What follows belongs to an exercise in optimizing a design on an open flow for small area, a short achievable clock period and few clock cycles; a production flow would make more cautious choices. The RTL was checked by simulation tests, not by an equivalence proof against the original design. No activity file was given, so power comes from the tool's default toggle rates.

## run D
==> flow/design.v (excerpt) <==
module fpdivsqrt (
    input  wire        clk,
    input  wire        rst_n,
    input  wire        in_valid,
    output wire        in_ready,
    input  wire        in_op,
    input  wire [1:0]  in_rnd,
    input  wire        in_ftz,
    input  wire        in_canon,
    input  wire [31:0] in_a,
    input  wire [31:0] in_b,
    output reg         out_valid,
    output reg  [31:0] out_result,
    output reg  [5:0]  out_flags
);
clock: 10.0 ns
lec_check: 0
abc_area: 1
cap_margin: 50
core_margin: 2
core_utilization: 40
slew_margin: 70
tns_end_percent: 100
standard.sh (not shown) runs the stock make flow with config.mk's settings and CLKGATE_MAP_FILE= SYNTH_SCRIPT=/design/flow/synth_recipe.tcl, a recipe that flattens the netlist after the stock synthesis.
==> flow/flow/run.sh <==
#!/bin/bash
set -euo pipefail
bash standard.sh SETUP_SLACK_MARGIN=6.5 > standard.log 2>&1
Testbench counts of run D, summed over its fixed seeds: cycles 5,032.
[inputs] run C vs run D
- clearing ABC_AREA, which used to be 1
==> comparison <==
Run C vs. run D: number of cells on the critical path went down by 2; final standard cell utilization of the core went up by 0.92 points; total of hold buffers inserted after clock tree synthesis was more or less identical; switching share of power went down by 3.3 points. Looking at tap cell count across run D and run C, the one that comes out lower is run C. Taking run D as the reference point, the area used by multi-input combinational logic of run C rises by 4.1%.

========
Another version of the RTL of fpdivsqrt (not shown whole).
Size: about 8900 cells after synthesis, roughly 110 I/O pins, ~0.089 sq mm of cells after synthesis.
Settings: LEC_CHECK=0, CAP_MARGIN=20, CORE_MARGIN=2, CORE_UTILIZATION=65, SLEW_MARGIN=20; clock period 10.0 ns.
run.sh (not shown) runs the stock make flow with config.mk's settings and CLKGATE_MAP_FILE= SYNTH_SCRIPT=/design/flow/synth_recipe.tcl, a recipe that flattens the netlist after the stock synthesis.
Stock flow here: none of the scripts above is used.
Testbench counts at the start, summed over its fixed seeds: cycles 5,040.
Then changed:
==> flow/flow/run.sh (new file) <==
#!/bin/bash
set -euo pipefail
bash standard.sh SETUP_SLACK_MARGIN=6.5 > standard.log 2>&1
==> flow/standard.sh (new file) <==
#!/bin/bash
# synth_recipe.tcl (not shown) runs the flow's synth.tcl, then flattens the netlist and writes it again
# the make line also repeats each setting of config.mk as NAME=value (left out here)
make -C /OpenROAD-flow-scripts/flow DESIGN_CONFIG=/design/flow/config.mk WORK_HOME=/design/flow/orfs CLKGATE_MAP_FILE= SYNTH_SCRIPT=/design/flow/synth_recipe.tcl "${@:-finish}"
CAP_MARGIN = 50   (was 20)
CORE_UTILIZATION = 40   (was 65)
SLEW_MARGIN = 70   (was 20)
TNS_END_PERCENT = 100   (was default)
removed: flow/run.sh
Wire length goes up by 5.5%.
Final cell count goes up by about 12%.
Sequential share of layout area goes down by 1.8 points.
Sequential power is about the same.
Hold slack loses 0.061 ns.
Design area goes up by about 4%.
Non-clock buffer count goes up by 61.
Global-route usage goes down by 9.5 points.
Sequential cell count is unchanged.
Synthesized cell count does not change.
Then changed:
==> flow/run.sh (new file) <==
#!/bin/bash
# synth_recipe.tcl (not shown) runs the flow's synth.tcl, then flattens the netlist and writes it again
# the make line also repeats each setting of config.mk as NAME=value (left out here)
make -C /OpenROAD-flow-scripts/flow DESIGN_CONFIG=/design/flow/config.mk WORK_HOME=/design/flow/orfs CLKGATE_MAP_FILE= SYNTH_SCRIPT=/design/flow/synth_recipe.tcl finish
SETUP_SLACK_MARGIN = 5   (was default)
removed: flow/flow/run.sh
removed: flow/standard.sh
After rerunning: The new run went through all stages and came out clean; die area does not change; core utilization came out lower by 0.58 points; total power is lower by 2.0%; critical path depth is higher by 15.
Then changed:
CAP_MARGIN = 20   (was 50)
SETUP_SLACK_MARGIN = default   (was 5)
SLEW_MARGIN = 20   (was 70)
TNS_END_PERCENT = default   (was 100)
After rerunning: Hold slack improved by 0.0031 ns. Power decreases by 2.0%. Core utilization decreases by 0.52 points.

========
## red
fpdivsqrt, a different RTL version from the one above (not shown whole).
Size in the first run: about 8300 cells after synthesis, ~2100 flip-flops, roughly 110 I/O pins, about 84000 µm² of cells after synthesis.
Settings: LEC_CHECK=0, CAP_MARGIN=50, CORE_MARGIN=2, CORE_UTILIZATION=40, CTS_CLUSTER_DIAMETER=100, CTS_CLUSTER_SIZE=30, SLEW_MARGIN=70, TNS_END_PERCENT=100; clock period 10.0 ns.
standard.sh (not shown) runs the stock make flow with config.mk's settings and CLKGATE_MAP_FILE= SYNTH_SCRIPT=/design/flow/synth_recipe.tcl, a recipe that flattens the netlist after the stock synthesis.
==> flow/flow/run.sh <==
#!/bin/bash
set -euo pipefail
bash standard.sh SETUP_SLACK_MARGIN=6.9 "BUFFER_PORTS_ARGS=-buffer_cell sky130_fd_sc_hd__buf_4" > standard.log 2>&1
Testbench counts of red, summed over its fixed seeds: cycles 5,024.
The inputs of blue differ from those of red as listed below.
==> flow/flow/run.sh <==
#!/bin/bash
set -euo pipefail
bash standard.sh SETUP_SLACK_MARGIN=6.6 "BUFFER_PORTS_ARGS=-buffer_cell sky130_fd_sc_hd__buf_4" > standard.log 2>&1
==> summary.txt <==
- Compared blue vs red, and global-route usage is down in blue.
- Against red as the reference, blue delivers a lower data required time at the worst endpoint.
- Against red, blue comes in about 7% lower on wire length reported by the detailed router.
- Setup fix buffers added after clock tree synthesis: lower on blue
- Utilization red -> blue: down
- Compared with red, blue shows a lower portion of the clock cycle consumed by the worst path in the final layout.
- blue reached the final stage; the timing, design-rule and antenna checks on its layout passed.
- Non-clock buffer count (blue vs. red) decreases by more than a quarter
- Changes observed in blue relative to red: clock power moved down; number of standard cells in the layout, taps in and fillers out moved down.
## Diff of input files: green against blue
Settings: CORE_UTILIZATION changed from 40 to 55.
==> summary.txt <==
green ended with less setup slack of the critical path after layout than blue.
Against blue, green comes in 4 lower on logic depth of the worst setup path including buffers.
Min part of the power in combinational logic across blue and green: blue
green improves on blue in overall power after layout.
Compared to blue, green has post-route minimum period 59 ps higher.
blue and green ended up with nearly the same arrival time of the worst setup path.
Compared with blue, number of buffers outside the clock class in the layout in green increased by a few percent.
Delta (green minus blue): final clock period utilization by the worst path has increased; per-cell routed wire length has increased; global-route usage has increased; share of cell area taken by flip-flops and latches has increased.
### green -> orange
Settings: swapping 55 for 40 in CORE_UTILIZATION; putting PLACE_DENSITY at 0.75 where nothing was set.
==> flow/flow/run.sh <==
#!/bin/bash
set -euo pipefail
bash standard.sh SETUP_SLACK_MARGIN=6.5 > standard.log 2>&1
--- outcome ---
Sort orange and green by total of clock buffers placed in the layout desc -> top: orange. orange vs green — setup slack dropped 8.8 ps. flip-flops and latches as the cell kind with the greatest summed area was reported by orange, and multi-input combinational cells by green. orange: via count is 1048 higher than what green reported. The lower time the final worst path needs with I/O delays and setup came out of green. Compared with green, orange shows number of standard cells in the final layout excluding fillers higher by 753. No stage failed in orange, and the final checks on the layout all came back clean. For orange, the master of the slowest instance on the critical path was clkdlybuf4s50_1, unlike green, where it was or4_1.
Here is what was changed in the inputs of purple compared with orange.
Settings: PLACE_DENSITY removed (was 0.75).
==> comparison <==
- Global routing usage on met1 on purple is up relative to orange.
- Critical path depth (purple over orange): increase, 2
- Number of diodes for purple is higher than for orange.
- Accumulated negative setup slack came out exactly the same in purple and orange.
- Diff orange -> purple: global-route usage roughly the same, part of the Yosys area used for sequential elements roughly the same, relative max-transition margin higher.
- Buffer count from post-CTS setup fixing was lower in the run labelled purple.
- Compared with orange, in purple worst reg2reg path depth decreased by 1 relative to the old numbers, layout buffering overhead excluding clock cells held.

-- what the ideal ports hide --
How much do the figures lean on ideal ports? The routed layouts below were timed once more, with nothing changed but the port constraints. Step 1, drivers: a clkbuf_16 drives clk and a buf_2 each remaining input, both assumed. Step 2, shift: input delay + t, output delay - t, t = (earliest + latest rising clock arrival at the registers) / 2. This alone moves slack from input paths to output paths. a / b / c = no drivers / after step 1 / after step 2; a / b = the first two.
run | shift t [ns] | slack for setup (ns) | hold WS [ns] | clock arrival spread, ns | worst slew at a driven data input, ns
run D | 0.942 | 6.571 / 6.517 / 5.678 | 0.281 / 0.281 / 0.281 | 0.089 / 0.089 | 0.06
run C | 0.927 | 6.547 / 6.517 / 5.695 | 0.267 / 0.267 / 0.267 | 0.073 / 0.072 | 0.05
the first run of note 2 | 0.880 | 5.297 / 5.297 / 5.297 | 0.299 / 0.299 / 0.299 | 0.060 / 0.060 | 0.04
the second run of note 2 | 0.944 | 6.578 / 6.494 / 6.600 | 0.238 / 0.238 / 0.238 | 0.096 / 0.097 | 0.04
the third run of note 2 | 0.944 | 6.152 / 6.152 / 6.152 | 0.236 / 0.236 / 0.236 | 0.095 / 0.095 | 0.04
the fourth run of note 2 | 0.923 | 5.767 / 5.767 / 5.767 | 0.239 / 0.239 / 0.239 | 0.092 / 0.092 | 0.04
red | 0.868 | 6.433 / 6.471 / 5.603 | 0.317 / 0.317 / 0.317 | 0.062 / 0.062 | 0.08
blue | 0.820 | 6.619 / 6.649 / 5.845 | 0.296 / 0.296 / 0.296 | 0.079 / 0.079 | 0.05
green | 0.821 | 6.560 / 6.560 / 5.911 | 0.325 / 0.325 / 0.325 | 0.043 / 0.043 | 0.05
orange | 0.833 | 6.552 / 6.509 / 5.788 | 0.323 / 0.323 / 0.323 | 0.058 / 0.057 | 0.06
purple | 0.837 | 6.545 / 6.531 / 5.823 | 0.317 / 0.317 / 0.317 | 0.045 / 0.045 | 0.05
After both steps setup and hold are still met in every run listed. For run D, which loses most, drivers alone change the setup slack by -0.054 ns; drivers and shift together by -0.893 ns.
